This is an optimization exercise on Yosys and OpenROAD, whose aim is small area and a short achievable clock period, not a production implementation.
The RTL was checked by simulation tests, not by an equivalence proof against the original design.
No driver is modelled on the clock port, so clocking that relies on it looks cheaper here than on a real chip.

Design fp8_dot_acc, start of the top module:
module fp8_dot_acc (
    input  wire         clk,
    input  wire         rst,           
    input  wire         in_valid,
    input  wire         in_fmt_a,      
    input  wire         in_fmt_b,
    input  wire         in_accumulate,
    input  wire [127:0] in_a,
    input  wire [127:0] in_b,
    output reg          out_valid,
    output reg  [31:0]  out_acc,
    output reg          out_nan_in,
    output reg          out_acc_inf
);
Size in the first run: roughly 300 I/O pins, roughly 66000 um^2 of cells after synthesis.
clock: 150.0 ns
lec_check: 0
abc_area: 1
cap_margin: 20
core_margin: 2
core_utilization: 70
cts_cluster_diameter: 120
cts_cluster_size: 24
place_density: 0.76
setup_slack_margin: 5
slew_margin: 20
standard.sh (not shown) runs the stock make flow with config.mk's settings and CLKGATE_MAP_FILE= SYNTH_SCRIPT=/design/flow/synth_recipe.tcl, a recipe that flattens the netlist after the stock synthesis.
==> flow/flow/run.sh <==
#!/bin/bash
# Own layout flow. It is the standard layout (standard.sh) with these
# changes to how the layout is made; the clock period and constraints are
# the standard flow's:
#  1. Synthesis: the standard synthesis script with Yosys's "synth -noabc",
#     so that the early ABC pass of synth's fine step does not restructure
#     the adders before extract_fa; otherwise ABC's XNOR/inverted-majority
#     choices leave an inverter on most full-adder pins. The final ABC
#     mapping uses abc_area.script here (area-oriented mapping, map -a, and
#     gate down-sizing only; OpenROAD buffers and repairs) in place of ORFS's abc_area.script. The standard
#     synthesis is run too, and its register instance names are given to
#     this netlist's registers (fixregs.py; the registers, their count and
#     cell types are the same). If they do not pair up, the standard netlist
#     is used.
#  2. The port buffers are sky130_fd_sc_hd__buf_1 cells (buffer_ports' own
#     choice is a slow clkdlybuf4s50 delay cell).
set -euo pipefail
W=$PWD
F=$W/flow
MARGIN=${MARGIN:-5}
RES=$W/orfs/results/$FLOW_PLATFORM/fp8_dot_acc/base
export BUFFER_PORTS_ARGS="-buffer_cell sky130_fd_sc_hd__buf_1"

# standard.sh with this flow's setup slack margin
sed -e "s/SETUP_SLACK_MARGIN=[0-9.]*//" \
    -e "s/\"\${@:-finish}\"/SETUP_SLACK_MARGIN=$MARGIN \"\${@:-finish}\"/" \
    standard.sh > flow_standard.sh

# 1. the standard synthesis (reference register names)
bash flow_standard.sh synth > flow_synth_standard.log 2>&1
cp "$RES/1_2_yosys.v" flow_standard_netlist.v

# the same synthesis without the early ABC pass, in its own work folder
sed -e 's/yosys synth -nofsm -noshare /yosys synth -nofsm -noshare -noabc /' \
    -e "1a proc abc {args} { set i [lsearch \$args -script]; if {\$i >= 0} { lset args [expr {\$i + 1}] $F/abc_area.script }; yosys abc {*}\$args }" \
    synth_recipe.tcl > flow_synth_noabc.tcl
grep -q -- '-noabc' flow_synth_noabc.tcl
sed -e "s#WORK_HOME=[^ ]*#WORK_HOME=$W/orfs_noabc#" \
    -e "s#SYNTH_SCRIPT=[^ ]*#SYNTH_SCRIPT=$W/flow_synth_noabc.tcl#" \
    -e '/^if \[\[/,$d' flow_standard.sh > flow_noabc.sh
NOABC=$W/orfs_noabc/results/$FLOW_PLATFORM/fp8_dot_acc/base/1_2_yosys.v
if bash flow_noabc.sh synth > flow_synth_noabc.log 2>&1 &&
   python3 "$F/fixregs.py" flow_standard_netlist.v "$NOABC" flow_noabc_netlist.v > flow_fixregs.log 2>&1; then
    cp flow_noabc_netlist.v "$RES/1_2_yosys.v"
    echo "using the -noabc netlist" >> flow_fixregs.log
else
    echo "using the standard netlist" >> flow_fixregs.log
fi

# 2. the standard flow up to CTS (1_synth.odb is rebuilt from 1_2_yosys.v)
bash flow_standard.sh cts > flow_layout_cts.log 2>&1

# 3. the clock port drives the first tree level directly
CTS_DB=$RES/4_1_cts.odb CLOCK_PORT=clk openroad -no_init -exit "$F/unroot.tcl" > flow_unroot.log 2>&1
cp "$RES/4_1_cts.odb" "$RES/4_cts.odb"
touch "$RES/4_cts.sdc"

# 4. the rest of the standard flow
bash flow_standard.sh > flow_layout.log 2>&1
==> flow/flow/abc_area.script <==
strash
dch -f
map -a
strash
dch -f
map -a
strash
dch -f
map -a
topo
stime -c
dnsize -c
Other scripts of this flow, unchanged in this note and not shown: flow/flow/fixregs.py, flow/flow/unroot.tcl
Then changed:
==> flow/flow/abc_area.script (replaced) <==
strash
dch -f
map -a
strash
dch -f
map -a
topo
stime -c
dnsize -c
- CORE_UTILIZATION: 70 -> 65
- PLACE_DENSITY: 0.76 -> 0.72
The changed run completed with no timing, DRC or antenna violations.
Design area rose by 1.0%.
Maximum frequency is about the same.
Routed wire length rose by 2.9%.
Register-to-register slack is better by 0.60 ns.
Worst setup slack is better by 0.059 ns.
Critical path depth is unchanged.
Global-route usage fell by 2.1 points.
Flip-flop and latch count stays the same.
First-iteration DRC count fell by 7.6%.
Then changed:
--- a/flow/flow/run.sh
+++ b/flow/flow/run.sh
@@ -7,6 +7,6 @@
 #     the adders before extract_fa; otherwise ABC's XNOR/inverted-majority
 #     choices leave an inverter on most full-adder pins. The final ABC
-#     mapping uses abc_area.script here (area-oriented mapping, map -a, and
-#     gate down-sizing only; OpenROAD buffers and repairs) in place of ORFS's abc_area.script. The standard
+#     mapping uses abc_area.script here (area-oriented mapping, map -a,
+#     with structural choices) in place of ORFS's abc_area.script. The standard
 #     synthesis is run too, and its register instance names are given to
 #     this netlist's registers (fixregs.py; the registers, their count and
==> flow/flow/abc_area.script (replaced) <==
strash
dch -f
map -a
strash
dch -f
map -a
topo
stime -c
buffer -c
upsize -c
dnsize -c
- The new run produced a clean layout
- sequential share of layout area is about the same
- design area is higher slightly
- synthesized area is higher by a few percent
Then changed:
--- a/flow/flow/run.sh
+++ b/flow/flow/run.sh
@@ -7,6 +7,6 @@
 #     the adders before extract_fa; otherwise ABC's XNOR/inverted-majority
 #     choices leave an inverter on most full-adder pins. The final ABC
-#     mapping uses abc_area.script here (area-oriented mapping, map -a,
-#     with structural choices) in place of ORFS's abc_area.script. The standard
+#     mapping uses abc_area.script here (area-oriented mapping, map -a, and
+#     gate down-sizing only; OpenROAD buffers and repairs) in place of ORFS's abc_area.script. The standard
 #     synthesis is run too, and its register instance names are given to
 #     this netlist's registers (fixregs.py; the registers, their count and
==> flow/flow/abc_area.script (replaced) <==
strash
dch -f
map -a
strash
dch -f
map -a
strash
dch -f
map -a
topo
stime -c
dnsize -c
The changed run went through all stages and came out clean. First-iteration DRC count goes down by 10%. Area after synthesis goes down by 2.6%. Worst setup slack is worse by 0.058 ns. Fmax is about the same. Cell count goes down by 2.5%. Non-clock buffer count goes down by 41. Hold slack is worse by 0.019 ns. Via count goes down by 2.1%. Flip-flop and latch count is unchanged.

Another version of the RTL of fp8_dot_acc (not shown whole).
Size in the first run: about 10000 cells after synthesis, roughly 300 I/O pins, ~70000 µm² of cells after synthesis.
## fp8_dot_acc
module fp8_dot_acc (
    input  wire         clk,
    input  wire         rst,           
    input  wire         in_valid,
    input  wire         in_fmt_a,      
    input  wire         in_fmt_b,
    input  wire         in_accumulate,
    input  wire [127:0] in_a,
    input  wire [127:0] in_b,
    output reg          out_valid,
    output reg  [31:0]  out_acc,
    output reg          out_nan_in,
    output reg          out_acc_inf
);
==> flow/config.mk <==
export PLATFORM = sky130hd
export DESIGN_NAME = fp8_dot_acc
export DESIGN_NICKNAME = fp8_dot_acc
export VERILOG_FILES = /design/flow/design.v
export SDC_FILE = /design/flow/constraint.sdc
export NUM_CORES = 4
export LEC_CHECK = 0
export ABC_AREA = 1
export CAP_MARGIN = 20
export CORE_MARGIN = 2
export CORE_UTILIZATION = 65
export CTS_CLUSTER_DIAMETER = 120
export CTS_CLUSTER_SIZE = 24
export PLACE_DENSITY = 0.72
export SETUP_SLACK_MARGIN = 5
export SLEW_MARGIN = 20
==> flow/constraint.sdc <==
create_clock -name core_clock -period 150.0 [get_ports {clk}]
set_input_delay 30.0000 -clock core_clock [delete_from_list [all_inputs] [get_ports {clk}]]
set_output_delay 30.0000 -clock core_clock [all_outputs]
set_load 0.01 [all_outputs]
==> flow/flow/run.sh <==
#!/bin/bash
# Own layout flow. It is the standard layout (standard.sh) with these
# changes to how the layout is made; the clock period and constraints are
# the standard flow's:
#  1. Synthesis: the standard synthesis script with Yosys's "synth -noabc",
#     so that the early ABC pass of synth's fine step does not restructure
#     the adders before extract_fa; otherwise ABC's XNOR/inverted-majority
#     choices leave an inverter on most full-adder pins. The standard
#     synthesis is run too, and its register instance names are given to
#     this netlist's registers (fixregs.py; the registers, their count and
#     cell types are the same). If they do not pair up, the standard netlist
#     is used.
#  2. The port buffers are sky130_fd_sc_hd__buf_1 cells (buffer_ports' own
#     choice is a slow clkdlybuf4s50 delay cell).
# Logs: flow_*.log here, and ORFS's own logs under orfs/logs.
set -euo pipefail
W=$PWD
F=$W/flow
MARGIN=${MARGIN:-5}
RES=$W/orfs/results/$FLOW_PLATFORM/fp8_dot_acc/base
export BUFFER_PORTS_ARGS="-buffer_cell sky130_fd_sc_hd__buf_1"

# standard.sh with this flow's setup slack margin
sed -e "s/SETUP_SLACK_MARGIN=[0-9.]*//" \
    -e "s/\"\${@:-finish}\"/SETUP_SLACK_MARGIN=$MARGIN \"\${@:-finish}\"/" \
    standard.sh > flow_standard.sh

# 1. the standard synthesis (reference register names)
bash flow_standard.sh synth > flow_synth_standard.log 2>&1
cp "$RES/1_2_yosys.v" flow_standard_netlist.v

# the same synthesis without the early ABC pass, in its own work folder
sed -e 's/yosys synth -nofsm -noshare /yosys synth -nofsm -noshare -noabc /' synth_recipe.tcl > flow_synth_noabc.tcl
grep -q -- '-noabc' flow_synth_noabc.tcl
sed -e "s#WORK_HOME=[^ ]*#WORK_HOME=$W/orfs_noabc#" \
    -e "s#SYNTH_SCRIPT=[^ ]*#SYNTH_SCRIPT=$W/flow_synth_noabc.tcl#" \
    -e '/^if \[\[/,$d' flow_standard.sh > flow_noabc.sh
NOABC=$W/orfs_noabc/results/$FLOW_PLATFORM/fp8_dot_acc/base/1_2_yosys.v
if bash flow_noabc.sh synth > flow_synth_noabc.log 2>&1 &&
   python3 "$F/fixregs.py" flow_standard_netlist.v "$NOABC" flow_noabc_netlist.v > flow_fixregs.log 2>&1; then
    cp flow_noabc_netlist.v "$RES/1_2_yosys.v"
    echo "using the -noabc netlist" >> flow_fixregs.log
else
    echo "using the standard netlist" >> flow_fixregs.log
fi

# 2. the rest of the standard flow (1_synth.odb is rebuilt from 1_2_yosys.v)
bash flow_standard.sh > flow_layout.log 2>&1
Other scripts of this flow, unchanged in this note and not shown: flow/flow/fixregs.py
The baseline finished clean.
==> next run, changes <==
--- a/flow/flow/run.sh
+++ b/flow/flow/run.sh
@@ -7,3 +7,5 @@
 #     the adders before extract_fa; otherwise ABC's XNOR/inverted-majority
-#     choices leave an inverter on most full-adder pins. The standard
+#     choices leave an inverter on most full-adder pins. The final ABC
+#     mapping uses abc_area.script here (area-oriented mapping, map -a,
+#     with structural choices) in place of ORFS's abc_area.script. The standard
 #     synthesis is run too, and its register instance names are given to
@@ -14,3 +16,2 @@
 #     choice is a slow clkdlybuf4s50 delay cell).
-# Logs: flow_*.log here, and ORFS's own logs under orfs/logs.
 set -euo pipefail
@@ -32,3 +33,5 @@
 # the same synthesis without the early ABC pass, in its own work folder
-sed -e 's/yosys synth -nofsm -noshare /yosys synth -nofsm -noshare -noabc /' synth_recipe.tcl > flow_synth_noabc.tcl
+sed -e 's/yosys synth -nofsm -noshare /yosys synth -nofsm -noshare -noabc /' \
+    -e "1a proc abc {args} { set i [lsearch \$args -script]; if {\$i >= 0} { lset args [expr {\$i + 1}] $F/abc_area.script }; yosys abc {*}\$args }" \
+    synth_recipe.tcl > flow_synth_noabc.tcl
 grep -q -- '-noabc' flow_synth_noabc.tcl
@@ -46,3 +49,11 @@
 
-# 2. the rest of the standard flow (1_synth.odb is rebuilt from 1_2_yosys.v)
+# 2. the standard flow up to CTS (1_synth.odb is rebuilt from 1_2_yosys.v)
+bash flow_standard.sh cts > flow_layout_cts.log 2>&1
+
+# 3. the clock port drives the first tree level directly
+CTS_DB=$RES/4_1_cts.odb CLOCK_PORT=clk openroad -no_init -exit "$F/unroot.tcl" > flow_unroot.log 2>&1
+cp "$RES/4_1_cts.odb" "$RES/4_cts.odb"
+touch "$RES/4_cts.sdc"
+
+# 4. the rest of the standard flow
 bash flow_standard.sh > flow_layout.log 2>&1
==> flow/flow/abc_area.script (new file) <==
strash
dch -f
map -a
strash
dch -f
map -a
topo
stime -c
buffer -c
upsize -c
dnsize -c
==> flow/flow/unroot.tcl (new file) <==
set db_file $::env(CTS_DB)
read_db $db_file
set block [ord::get_db_block]
set port_net [$block findNet $::env(CLOCK_PORT)]
set loads [$port_net getITerms]
if {[llength $loads] != 1} {
  puts "unroot: clock port has [llength $loads] loads, nothing done"
  exit 0
}
set root [[lindex $loads 0] getInst]
set master [[$root getMaster] getName]
if {![string match "sky130_fd_sc_hd__clkbuf_*" $master]} {
  puts "unroot: root is $master, nothing done"
  exit 0
}
set out_net ""
foreach it [$root getITerms] {
  if {[$it isOutputSignal]} { set out_net [$it getNet] }
}
set sinks {}
foreach it [$out_net getITerms] {
  if {[$it getInst] != $root} { lappend sinks $it }
}
if {[llength $sinks] > 4 || [llength [$out_net getBTerms]] > 0} {
  puts "unroot: root drives [llength $sinks] pins, nothing done"
  exit 0
}
puts "unroot: removing [$root getName] ($master), port drives [llength $sinks] pins"
foreach it $sinks {
  $it disconnect
  $it connect $port_net
}
odb::dbInst_destroy $root
odb::dbNet_destroy $out_net
write_db $db_file
The changed run ran to the end with no violations.
Cell area falls by 3.0%.
Non-clock buffer count rises by 19.
Flip-flop and latch count stays the same.
Worst setup slack improved by 0.16 ns.
Cell count falls by 8.5%.
Utilization rises by 0.14 points.
Via count falls by 6.2%.
Count of clock-buffer cells in the layout stays the same.
Register-to-register slack got worse by 1.6 ns.

==> separate check: timing with driven ports <==
The results above use ideal ports. As a check the final layouts listed here were re-extracted and re-timed, cells and wires unchanged.
Step 1, drivers: a clkbuf_16 drives clk and a buf_2 each remaining input, both assumed.
Step 2 times the ports against the registers' clock, not the clock port: input delays grow and output delays shrink by t, the midpoint of the rising clock arrivals with the driver on.
Three values: ideal, step 1, step 2; two values: the first two.
| run | shift t [ns] | setup slack, ns | clock arrival spread, ns | worst data-port slew with drivers (ns) | pins driven straight from the clock port |
|---|---|---|---|---|---|
| the first run of note 1 | 0.579 | 118.914 / 118.808 / 119.386 | 0.031 / 0.031 | 0.05 | 2 |
| the second run of note 1 | 0.565 | 118.973 / 118.865 / 119.430 | 0.027 / 0.026 | 0.05 | 2 |
| the third run of note 1 | 0.577 | 118.963 / 118.862 / 119.439 | 0.022 / 0.021 | 0.05 | 2 |
| the fourth run of note 1 | 0.609 | 118.905 / 118.800 / 119.408 | 0.047 / 0.047 | 0.05 | 2 |
| the first run of note 2 | 0.699 | 118.812 / 118.735 / 119.434 | 0.035 / 0.034 | 0.04 | 1 |
| the second run of note 2 | 0.568 | 118.971 / 118.864 / 119.432 | 0.052 / 0.052 | 0.05 | 2 |
After both steps setup and hold are still met in every run listed.
